From an optimization exercise on the open Yosys and OpenROAD flow, aimed at small area, a short achievable clock period and few clock cycles per item; shortcuts taken in it are not production practice.
Only simulation tests tie the RTL to the original design; equivalence was not proved.

`flow/design.v`:
```
module sec_sha256 (
    input  wire         clk,
    input  wire         rst,       
    input  wire         start,     
    input  wire         first,     
    input  wire [511:0] block,     
    output wire         ready,
    output wire [255:0] digest     
);
    localparam [255:0] IV = {32'h6a09e667, 32'hbb67ae85, 32'h3c6ef372, 32'ha54ff53a,
                             32'h510e527f, 32'h9b05688c, 32'h1f83d9ab, 32'h5be0cd19};
    localparam [31:0] K0 = 32'h428a2f98;
    reg       busy;
    reg [5:0] cnt;      
    reg       round0;   
    reg       last;     
    reg       fin;      
    assign ready = ~busy;
    always @(posedge clk) begin
        if (rst) begin
            busy   <= 1'b0;
            cnt    <= 6'd0;
            round0 <= 1'b0;
            last   <= 1'b0;
            fin    <= 1'b0;
        end else if (busy) begin
            cnt    <= cnt + 6'd1;
            round0 <= 1'b0;
            last   <= (cnt == 6'd62);
            fin    <= (cnt == 6'd60) | (cnt == 6'd61) | (cnt == 6'd62);
            if (last) busy <= 1'b0;
        end else begin
            cnt    <= 6'd0;
            round0 <= start;
            last   <= 1'b0;
            fin    <= 1'b0;
            if (start) busy <= 1'b1;
        end
    end
    reg [31:0] H0, H1, H2, H3, H4, H5, H6, H7;
    reg [31:0] a, b, c, d, e, f, g, h;
    reg [31:0] W [0:15];    
    reg [31:0] p;           
    function [31:0] add32(input [31:0] u, input [31:0] v);
        reg [31:0] g, p, G, P, G2, P2;
        integer i, l, dd;
        begin
            g = u & v; p = u ^ v; G = g; P = p;
            for (l = 0; l < 5; l = l + 1) begin
                dd = 1 << l; G2 = G; P2 = P;
                for (i = 0; i < 32; i = i + 1)
                    if ((i / dd) % 2 == 1) begin
                        G2[i] = G[i] | (P[i] & G[(i/dd)*dd - 1]);
                        P2[i] = P[i] & P[(i/dd)*dd - 1];
                    end
                G = G2; P = P2;
            end
            add32 = p ^ {G[30:0], 1'b0};
        end
    endfunction
    function [63:0] csa(input [31:0] x, input [31:0] y, input [31:0] z);
        csa = {((x & y) | (x & z) | (y & z)) << 1, x ^ y ^ z};
    endfunction
    wire [31:0] s1_e = {e[5:0], e[31:6]} ^ {e[10:0], e[31:11]} ^ {e[24:0], e[31:25]};
    wire [31:0] ch   = (e & f) ^ (~e & g);
    wire [31:0] s0_a = {a[1:0], a[31:2]} ^ {a[12:0], a[31:13]} ^ {a[21:0], a[31:22]};
    wire [31:0] maj  = (a & b) | (a & c) | (b & c);
    reg [31:0] xa, xe;
    wire [63:0] ca1 = csa(s1_e, ch, p);
    wire [63:0] ca2 = csa(s0_a, maj, xa);
    wire [63:0] ca3 = csa(ca1[31:0], ca1[63:32], ca2[31:0]);
    wire [63:0] ca4 = csa(ca3[31:0], ca3[63:32], ca2[63:32]);
    wire [31:0] a_new = add32(ca4[31:0], ca4[63:32]);
    wire [63:0] ce1 = csa(d, p, xe);
    wire [63:0] ce2 = csa(ce1[31:0], ce1[63:32], s1_e);
    wire [63:0] ce3 = csa(ce2[31:0], ce2[63:32], ch);
    wire [31:0] e_new = add32(ce3[31:0], ce3[63:32]);
    wire [31:0] w1   = W[1];
    wire [31:0] w14  = W[14];
    wire [31:0] ss0  = {w1[6:0], w1[31:7]} ^ {w1[17:0], w1[31:18]} ^ {3'b000, w1[31:3]};
    wire [31:0] ss1  = {w14[16:0], w14[31:17]} ^ {w14[18:0], w14[31:19]} ^ {10'b0, w14[31:10]};
    wire [63:0] cw1   = csa(ss1, ss0, W[9]);
    wire [63:0] cw2   = csa(cw1[31:0], cw1[63:32], W[0]);
    wire [31:0] w_new = add32(cw2[31:0], cw2[63:32]);
    reg  [31:0] kn;
    wire [5:0]  cnt_next = busy ? cnt + 6'd1 : 6'd0;
    always @(posedge clk) begin
        case (cnt_next)
            6'd0: kn <= 32'h71374491;
            6'd1: kn <= 32'hb5c0fbcf;
            6'd2: kn <= 32'he9b5dba5;
            6'd3: kn <= 32'h3956c25b;
            6'd4: kn <= 32'h59f111f1;
            6'd5: kn <= 32'h923f82a4;
            6'd6: kn <= 32'hab1c5ed5;
            6'd7: kn <= 32'hd807aa98;
            6'd8: kn <= 32'h12835b01;
            6'd9: kn <= 32'h243185be;
            6'd10: kn <= 32'h550c7dc3;
            6'd11: kn <= 32'h72be5d74;
            6'd12: kn <= 32'h80deb1fe;
            6'd13: kn <= 32'h9bdc06a7;
            6'd14: kn <= 32'hc19bf174;
            6'd15: kn <= 32'he49b69c1;
            6'd16: kn <= 32'hefbe4786;
            6'd17: kn <= 32'h0fc19dc6;
            6'd18: kn <= 32'h240ca1cc;
            6'd19: kn <= 32'h2de92c6f;
            6'd20: kn <= 32'h4a7484aa;
            6'd21: kn <= 32'h5cb0a9dc;
            6'd22: kn <= 32'h76f988da;
            6'd23: kn <= 32'h983e5152;
            6'd24: kn <= 32'ha831c66d;
            6'd25: kn <= 32'hb00327c8;
            6'd26: kn <= 32'hbf597fc7;
            6'd27: kn <= 32'hc6e00bf3;
            6'd28: kn <= 32'hd5a79147;
            6'd29: kn <= 32'h06ca6351;
            6'd30: kn <= 32'h14292967;
            6'd31: kn <= 32'h27b70a85;
            6'd32: kn <= 32'h2e1b2138;
            6'd33: kn <= 32'h4d2c6dfc;
            6'd34: kn <= 32'h53380d13;
            6'd35: kn <= 32'h650a7354;
            6'd36: kn <= 32'h766a0abb;
            6'd37: kn <= 32'h81c2c92e;
            6'd38: kn <= 32'h92722c85;
            6'd39: kn <= 32'ha2bfe8a1;
            6'd40: kn <= 32'ha81a664b;
            6'd41: kn <= 32'hc24b8b70;
            6'd42: kn <= 32'hc76c51a3;
            6'd43: kn <= 32'hd192e819;
            6'd44: kn <= 32'hd6990624;
            6'd45: kn <= 32'hf40e3585;
            6'd46: kn <= 32'h106aa070;
            6'd47: kn <= 32'h19a4c116;
            6'd48: kn <= 32'h1e376c08;
            6'd49: kn <= 32'h2748774c;
            6'd50: kn <= 32'h34b0bcb5;
            6'd51: kn <= 32'h391c0cb3;
            6'd52: kn <= 32'h4ed8aa4a;
            6'd53: kn <= 32'h5b9cca4f;
            6'd54: kn <= 32'h682e6ff3;
            6'd55: kn <= 32'h748f82ee;
            6'd56: kn <= 32'h78a5636f;
            6'd57: kn <= 32'h84c87814;
            6'd58: kn <= 32'h8cc70208;
            6'd59: kn <= 32'h90befffa;
            6'd60: kn <= 32'ha4506ceb;
            6'd61: kn <= 32'hbef9a3f7;
            6'd62: kn <= 32'hc67178f2;
            6'd63: kn <= 32'h00000000;
        endcase
    end
    wire [63:0] cp1    = csa(g, kn, W[1]);
    wire [31:0] p_run  = add32(cp1[31:0], cp1[63:32]);
    wire [31:0] p_init = K0 + block[511:480];
    wire [31:0] h_init = first ? IV[31:0] : H7;
    wire [31:0] fa_a  = add32(H3, a);
    wire [31:0] fa_e  = add32(H7, e);
    integer i;
    always @(posedge clk) begin
        for (i = 0; i < 15; i = i + 1)
            W[i] <= busy ? W[i+1] : block[511 - 32*i -: 32];
        W[15] <= busy ? w_new : block[31:0];
        p <= busy ? p_run : p_init;
        if (!busy) begin
            xa <= h_init;
            xe <= h_init;
        end else if (cnt == 6'd62) begin
            xa <= H0;
            xe <= H4;
        end else begin
            xa <= 32'd0;
            xe <= 32'd0;
        end
        if (busy) begin
            a <= a_new; b <= a; c <= b; d <= c;
            e <= e_new; f <= e; g <= f; h <= g;
        end else if (first) begin
            {a, b, c, d, e, f, g, h} <= IV;
        end else begin
            {a, b, c, d, e, f, g, h} <= {H0, H1, H2, H3, H4, H5, H6, H7};
        end
        if (!busy) begin
            if (start && first)
                {H0, H1, H2, H3, H4, H5, H6, H7} <= IV;
        end else begin
            if (fin) begin
                H1 <= fa_a; H2 <= H1; H3 <= H2;
                H5 <= fa_e; H6 <= H5; H7 <= H6;
            end
            if (last) begin
                H0 <= a_new;
                H4 <= e_new;
            end
        end
    end
    assign digest = {H0, H1, H2, H3, H4, H5, H6, H7};
endmodule
```
`flow/flow/run.sh`:
```
#!/bin/bash
# Standard ORFS layout (the standard.sh) with two changes to how it is made:
#  * port buffers use the small sky130_fd_sc_hd__buf_1 instead of the default pick;
#  * timing repair aims for extra setup slack beyond the clock period.
set -euo pipefail
export BUFFER_PORTS_ARGS="-buffer_cell sky130_fd_sc_hd__buf_1"
export SETUP_SLACK_MARGIN=7
bash standard.sh > standard_sh.log 2>&1
```
`flow/standard.sh`:
```
#!/bin/bash
# synth_recipe.tcl (not shown) runs the flow's synth.tcl, then flattens the netlist and writes it again
# the make line also repeats each setting of config.mk as NAME=value (left out here)
make -C /OpenROAD-flow-scripts/flow DESIGN_CONFIG=/design/flow/config.mk WORK_HOME=/design/flow/orfs CLKGATE_MAP_FILE= SYNTH_SCRIPT=/design/flow/synth_recipe.tcl "${@:-finish}"
```
`flow/config.mk`:
```
export PLATFORM = sky130hd
export DESIGN_NAME = sec_sha256
export DESIGN_NICKNAME = sec_sha256
export VERILOG_FILES = /design/flow/design.v
export SDC_FILE = /design/flow/constraint.sdc
export NUM_CORES = 4
export LEC_CHECK = 0
export CAP_MARGIN = 20
export CORE_MARGIN = 2
export CORE_UTILIZATION = 40
export SLEW_MARGIN = 20
```
`flow/constraint.sdc`:
```
create_clock -name core_clock -period 11.0 [get_ports {clk}]
set_input_delay 2.2000 -clock core_clock [delete_from_list [all_inputs] [get_ports {clk}]]
set_output_delay 2.2000 -clock core_clock [all_outputs]
set_load 0.01 [all_outputs]
```
==> summary.md, run 1 <==
| Metric | Value |
|---|---|
| Final #Nets | `6780` |
| Setup violators final | `0` |
| CTS tree | `done` |
| WHS | `roughly 400 ps` |
| Post-DR wirelength/cell | `approximately 27 microns` |
| Slowest CP cell | `fa_1` |
| Critical Path AT | `roughly 5500 ps` |
| MaxCap Viol Count | `0` |
| Post-Layout Cell Count | `between 7k and 8k` |
| Top post-synthesis cells by area | `dfxtp_1 (31%), edfxtp_1 (14%), fa_1 (11%)` |
| Via count | `a little over 40k` |
| Layout cell share with drive strength beyond 1 | `between 20% and 30%` |
| Chip height | `approximately 380 microns` |
| Mapped Avg Cell Area | `approximately 11 sq um` |
| Worst-path cell chain | `mux2i_1 -> inv_1 -> o21ai_0 -> fa_1 -> fa_1 -> inv_1 -> fa_2 -> a21o_1 -> a21oi_4 -> o21ai_4 -> a21oi_4 -> o32ai_4 -> a221o_1 -> a21oi_2 -> mux2i_1 -> nand2_1 -> a21o_1` |
| Crit. End Element | `register` |
| Syn nets | `approximately 6k` |
| DR WL met2 | `approximately 95000 microns` |
| Cells on worst reg2reg path | `17` |
| Fill cells | `12.9k` |
| CP Buf/Inv Count | `2` |
| Tightest Pin Transition | `1320 ps` |
| Clock root buffer | `clkbuf_16` |
| H-tree levels | `3` |
| CP peak stage delay | `roughly 540 ps` |
| Normalized max-slew margin | `about an eighth` |
| Synth Instances | `~5k` |
| Post-Place Cells | `approximately 7.4k` |
| Dpl hpwl | `approximately 160000 microns` |
| Std cell rows | `138` |
| Status | `timing/DRC/antenna clean` |
| Initial DRC count | `about 3.7k` |
| Crit path max fanout | `4` |
| FFs w/ async S/R, synth | `0%` |
| Die ar. | `between 100000 and 150000 sq um` |
| Via/cell ratio | `about 5.3` |
| Tot GR Track Use | `27.9%` |
| Routed Antenna Nets | `0` |
| Clock Path Buffers | `3` |
| Pre-CTS setup slack | `about 5600 ps` |
| Top-area cell type share of the netlist area | `a little under a third` |
| Hold endpoint | `W[4][9]` |
| RePlAce Congestion | `between 0.9 and 1` |
| RSZ-0062 raised after global routing | `yes` |
| M1 WL | `90100 microns` |
| Synth Register Bits | `between 1k and 1.5k` |
| Ys Warns | `2` |
| Drt drc | `0` |
| Top Metal Used | `met5` |
| Final setup margin | `roughly 6100 ps` |
| Sink Count | `1129` |
| Maximum number of pins on one net before global-route repair | `190` |
| Io pins | `just under 800` |
| Min-delay src | `W[5][9]` |
| Fmax | `0.205 GHz` |
| Total congestion overflow | `0` |
| Setup TNS Final | `0 ps` |
| Hold Path Depth | `1` |
| CP Data Required Time | `~12000 ps` |
| Global-route wire length before repair | `about 290000 microns` |
| Commonest register cell after synthesis | `dfxtp_1` |
| Synth-to-layout area growth | `21.2%` |
| Initial Util | `about two fifths` |
| Post-synth EDFFs | `256` |
| Synth cell count leaders | `dfxtp_1 (873), mux2_2 (496), xnor2_1 (336), fa_1 (321), inv_1 (316)` |
| Crit path max-delay family | `compound AO/OA/AOI/OAI gates` |
| CTS buffer count | `approximately 120` |
| Final design utilization | `approximately half` |
| Final hold violations | `0` |
| Die Wd | `380 microns` |
| Drt pass-1 iters | `6` |
| Crit Reg-Reg Startpoint | `e[2]` |
| WL final | `between 200000 and 250000 microns` |
| Mapped Area | `56700 sq um` |
| Setup CP Type | `reg -> reg` |
| Post-synthesis sequential area ratio | `approximately 44%` |
| Core area | `~140000 sq um` |
| Hold/Removal Path Class | `reg -> reg` |
| R2R setup slack | `about 6100 ps` |
| Worst setup SP type | `register` |
| Clock latency on the worst-skew pair | `~780 ps` |
| Clock-pin slew on the worst setup and hold paths | `roughly 60 ps` |
| Initial antenna violation count | `38` |
| Met3 routed WL | `about 18000 microns` |
| Min cycle time layout | `between 4000 and 5000 ps` |
| Clock Skew | `~65 ps` |
| Largest area contributor in the netlist | `dfxtp_1` |
| Vias in the first global route | `between 40k and 50k` |
| Final Slew Violations | `0` |
| Count leader, synth | `dfxtp_1` |
| Reg2reg end | `a[31]` |
| Unique cell type count in the Yosys netlist | `70` |
| Port buffer count | `between 700 and 800` |
| Final Cycle Share | `~44%` |
-- cell families (layout without fill, tap and decap cells) --
| kind of cell | after synthesis | count (layout) | share of synthesized area [%] |
|---|---|---|---|
| xor gates and xnor gates | 440 | 440 | 6.80 |
| DFF | 1129 | 1129 | 44.4 |
| muxes | 530 | 530 | 10.5 |
| buffers and inverters | 607 | 1467 | 4.02 |
| AOI/OAI and AO/OA | 905 | 905 | 11.0 |
| adders and majority gates | 552 | 552 | 16.3 |
| other | 0 | 16 | 0 |
| and+or+nand+nor | 818 | 818 | 6.93 |
-- per-stage QoR --
step	area, sq um
after floorplan	57300
after global placement	61700
after detailed placement	61700
after CTS	67200
after global routing	68700
final	68700
-- state kept, by name, indices dropped and copies added (netlist names), 6 cells and up --
signal / flops
W: 512
H0: 32
H1: 32
H2: 32
H3: 32
H4: 32
H5: 32
H6: 32
H7: 32
a: 32
b: 32
c: 32
d: 32
e: 32
f: 32
g: 32
kn: 32
p: 32
xa: 32
xe: 32
cnt: 6
-- cell type report --
class	count	area [sq um]	share of cell area (%)
multi-input combinational	3245	31300	45.5
sequential	1129	25500	37.2
timing repair buffer	920	4160	6.06
clock buffer	164	3370	4.91
tap	1890	2360	3.44
inverter	318	1200	1.75
clock inverter	65	753	1.10
antenna	16	40.0	0.0583
-- cell usage in the layout (no fill, tap or decap), types with 57 or more instances in the layout --
cell,synthesis,layout
and2_1,80,77
a21oi_1,182,153
nand2_1,271,267
buf_4,0,116
dfxtp_2,0,57
nand2b_1,104,103
a22o_1,101,101
inv_1,316,311
fa_1,321,309
buf_1,38,771
dfxtp_1,873,740
o21ai_0,172,155
ha_1,208,179
clkbuf_16,0,122
mux2_2,496,488
o22a_1,85,85
edfxtp_1,256,256
nor2_1,177,167
dfxtp_4,0,76
xor2_1,104,90
xnor2_2,0,72
xnor2_1,336,245
a21o_1,110,110
-- repair_timing --
item	in CTS	in global routing
pin swaps	85	108
gates resized for setup	285	188
hold buffers	0	0
endpoints found under the setup margin	180	135
buffers inserted	53	56
-- metal layers --
layer  vias to the layer above  global-route usage, %
met5                         -                      0
met4                        22                   8.38
met3                       295                   6.74
met2                      1576                   43.2
met1                     20800                   38.6
li1                      18700                      -
-- worst register-to-register path, delay by kind of cell (launching register included) --
kind / cells / cell delay (ps)
compound gates: 9 / 2070
fa+ha+maj: 3 / 1480
buf+inv: 2 / 200
flops: 1 / 430
mux: 2 / 510
simple gates: 1 / 80
-- worst max-delay path by stage --
| stage | startpoint | to | slack, ps | depth (start not counted) |
|---|---|---|---|---|
| after floorplan | a[4] | H0[31] | 6410 | 19 |
| after global placement | a[15] | H0[31] | 5650 | 18 |
| after detailed placement | a[15] | H0[30] | 5620 | 18 |
| after CTS | a[4] | H0[30] | 6160 | 18 |
| after global routing | e[2] | a[31] | 5940 | 17 |
| final | e[2] | a[31] | 6120 | 17 |
Testbench counts, summed over its fixed seeds: cycles 25,415, blocks 391.
==> inputs of run 2 (changes only) <==
--- a/flow/flow/run.sh
+++ b/flow/flow/run.sh
@@ -6,3 +6,3 @@
 export BUFFER_PORTS_ARGS="-buffer_cell sky130_fd_sc_hd__buf_1"
-export SETUP_SLACK_MARGIN=7
+export SETUP_SLACK_MARGIN=6
 bash standard.sh > standard_sh.log 2>&1
==> summary.md, run 2 <==
| Metric | Value |
|---|---|
| Status | `timing/DRC/antenna clean` |
| FFs w/ async S/R, synth | `0%` |
| Synth-to-layout area growth | `17.3%` |
| Setup violators final | `0` |
| Via/cell ratio | `around 5.4` |
| Top post-synthesis cells by area | `dfxtp_1 (31%), edfxtp_1 (14%), fa_1 (11%)` |
| Final #Nets | `6698` |
| RePlAce Congestion | `0.972` |
| Clock-pin slew on the worst setup and hold paths | `roughly 60 ps` |
| CTS tree | `done` |
| CP Data Required Time | `around 11000 ps` |
| Normalized max-slew margin | `about 26%` |
| Initial Util | `~40%` |
| Fmax | `0.202 GHz` |
| Count leader, synth | `dfxtp_1` |
| Initial DRC count | `approximately 3.8k` |
| WL final | `212000 microns` |
| Vias in the first global route | `roughly 40k` |
| Clock latency on the worst-skew pair | `770 ps` |
| Clock Path Buffers | `3` |
| Drt pass-1 iters | `6` |
| Unique cell type count in the Yosys netlist | `70` |
| Sink Count | `around 1.1k` |
| Io pins | `~770` |
| Tightest Pin Transition | `roughly 1100 ps` |
| Pre-CTS setup slack | `~4700 ps` |
| Synth Register Bits | `between 1k and 1.5k` |
| Hold Path Depth | `1` |
| Clock Skew | `between 30 and 40 ps` |
| Commonest register cell after synthesis | `dfxtp_1` |
| Worst setup SP type | `register` |
| Chip height | `about 380 microns` |
| Min cycle time layout | `approximately 5000 ps` |
| H-tree levels | `4` |
| Port buffer count | `772` |
| Synth Instances | `roughly 5.0k` |
| Clock root buffer | `clkbuf_16` |
| Min-delay src | `W[4][15]` |
| Post-DR wirelength/cell | `roughly 28 microns` |
| Syn nets | `roughly 6k` |
| Crit Reg-Reg Startpoint | `a[15]` |
| Largest area contributor in the netlist | `dfxtp_1` |
| Crit. End Element | `register` |
| CTS buffer count | `130` |
| Fill cells | `roughly 13k` |
| Mapped Avg Cell Area | `roughly 11 sq um` |
| Hold endpoint | `W[3][15]` |
| Die Wd | `~380 microns` |
| Post-synthesis sequential area ratio | `between 40% and 50%` |
| Commonest non-fill, non-tap cells in the layout | `dfxtp_1 (800), buf_1 (772), mux2_2 (496)` |
| Final setup margin | `around 6000 ps` |
| Std cell rows | `~140` |
| Mapped Area | `between 50000 and 60000 sq um` |
| Critical Path AT | `5400 ps` |
| Synth cell count leaders | `dfxtp_1 (873), mux2_2 (496), xnor2_1 (336), fa_1 (321), inv_1 (316)` |
| Number of flip-flops in the largest register | `approximately 510` |
| Global-route wire length before repair | `297000 microns` |
| Post-synth EDFFs | `between 200 and 300` |
| Routed Antenna Nets | `0` |
| Final Cycle Share | `between 40% and 50%` |
| Setup CP Type | `reg -> reg` |
| Final hold violations | `0` |
| Initial antenna violation count | `42` |
| Dpl hpwl | `about 170000 microns` |
| Most common cell after layout, fill and taps aside | `dfxtp_1` |
| Ys Warns | `2` |
| Via count | `approximately 41k` |
| Top-area cell type share of the netlist area | `between 30% and 40%` |
| MaxCap Viol Count | `0` |
| Setup TNS Final | `0 ps` |
| Cells on worst reg2reg path | `18` |
| Crit path max fanout | `3` |
| Hold/Removal Path Class | `reg -> reg` |
| Tot GR Track Use | `roughly 29%` |
| Final Slew Violations | `0` |
| Reg2reg end | `H0[29]` |
| Maximum number of pins on one net before global-route repair | `between 100 and 150` |
| Total congestion overflow | `0` |
| Largest reg by FF count | `W` |
| Die ar. | `about 140000 sq um` |
| Core area | `approximately 140000 sq um` |
| R2R setup slack | `about 6100 ps` |
| Drt drc | `0` |
| Layout cell share with drive strength beyond 1 | `~16%` |
| RSZ-0062 raised after global routing | `yes` |
==> run 2: cell type report <==
| class | instances | area [sq um] | share of cell area (%) |
|---|---|---|---|
| multi-input combinational | 3245 | 29900 | 45.0 |
| antenna | 12 | 30.0 | 0.0452 |
| clock buffer | 182 | 3670 | 5.52 |
| inverter | 318 | 1210 | 1.81 |
| sequential | 1129 | 25300 | 38.1 |
| tap | 1890 | 2360 | 3.56 |
| timing repair buffer | 829 | 3350 | 5.04 |
| clock inverter | 52 | 656 | 0.986 |
==> run 2: cell families (layout without fill, tap and decap cells) <==
group	after synthesis	after routing	synth area share (%)
AO/OA/AOI/OAI	905	905	11.0
XOR/XNOR	440	440	6.80
adder cells (fa/ha/maj)	552	552	16.3
buffers and inverters	607	1381	4.02
flip-flops	1129	1129	44.4
multiplexers	530	530	10.5
other	0	12	0
AND/OR/NAND/NOR	818	818	6.93
==> run 2: worst max path at each step <==
stage               slack [ps]      to   from  depth (start not counted)
floorplan                 6020  H0[31]   a[4]                         19
global placement          4720  H0[31]  a[15]                         18
detailed placement        4710  H0[29]  a[15]                         18
CTS                       6000  H0[29]  e[15]                         16
global route              5880   a[31]  e[13]                         19
finish                    6060  H0[29]  a[15]                         18
==> run 2: metal layers <==
layer / wire length [microns] / global-route usage (%)
met5: 307 / 0
met4: 5270 / 6.80
met3: 17700 / 7.23
met2: 96900 / 45.1
met1: 91400 / 39.2
==> run 2: what timing repair did <==
item                       in CTS  in global routing
gates resized for setup       114                 85
pin swaps                      19                 25
hold buffers                    0                  0
setup buffers                   5                 10
setup endpoints to repair      71                 42
==> run 2: critical path, stage by stage (launching register included) <==
cell and delay, ps:
dfxtp_4 360, xnor2_4 160, xnor2_4 250, fa_1 490, inv_2 80, fa_1 420
fa_1 490, inv_1 40, ha_2 180, fa_2 360, a21o_1 200, a21oi_4 230
o21ai_4 110, a21oi_4 240, o32ai_4 130, a221o_1 400, a21oi_2 230, xor2_1 160
nand2_1 80
==> run 2: metrics by stage <==
stage	area [sq um]	instances	hold slack (ps)	utilization [%]
after floorplan	56700	4981	433	-
after global placement	61200	7395	436	43.4
after detailed placement	61200	7395	438	43.4
after CTS	66100	7634	452	46.8
after global routing	66500	7649	452	47.1
final	66500	7657	440	47.1

## what the ideal ports hide
The flow's constraints put no driver on any port. The routed layouts listed below were extracted and timed again, unchanged, in two steps. Step 1: set_driving_cell puts a clkbuf_16 on clk and a buf_2 on each other input, an assumption about the parent block. Step 2 moves the port delays by t, midway between the first and last clock arrival at a register: inputs arrive t later, outputs are due t later. That takes back most of the time a late clock gives input paths. Three values: ideal, step 1, step 2; two values: the first two.
| run | t (ns) | setup slack, ns | worst hold slack (ns) | clock arrival spread, ns | worst slew at a driven data input, ns |
|---|---|---|---|---|---|
| run 1 | 0.828 | 6.120 / 6.120 / 6.120 | 0.401 / 0.401 / 0.401 | 0.069 / 0.069 | 0.23 |
| run 2 | 0.837 | 6.059 / 6.059 / 5.613 | 0.440 / 0.440 / 0.440 | 0.037 / 0.038 | 0.18 |
After both steps setup and hold are still met in every run listed. The setup slack of run 2, which loses most, moves by 0.000 ns with the drivers and by -0.446 ns with both steps.
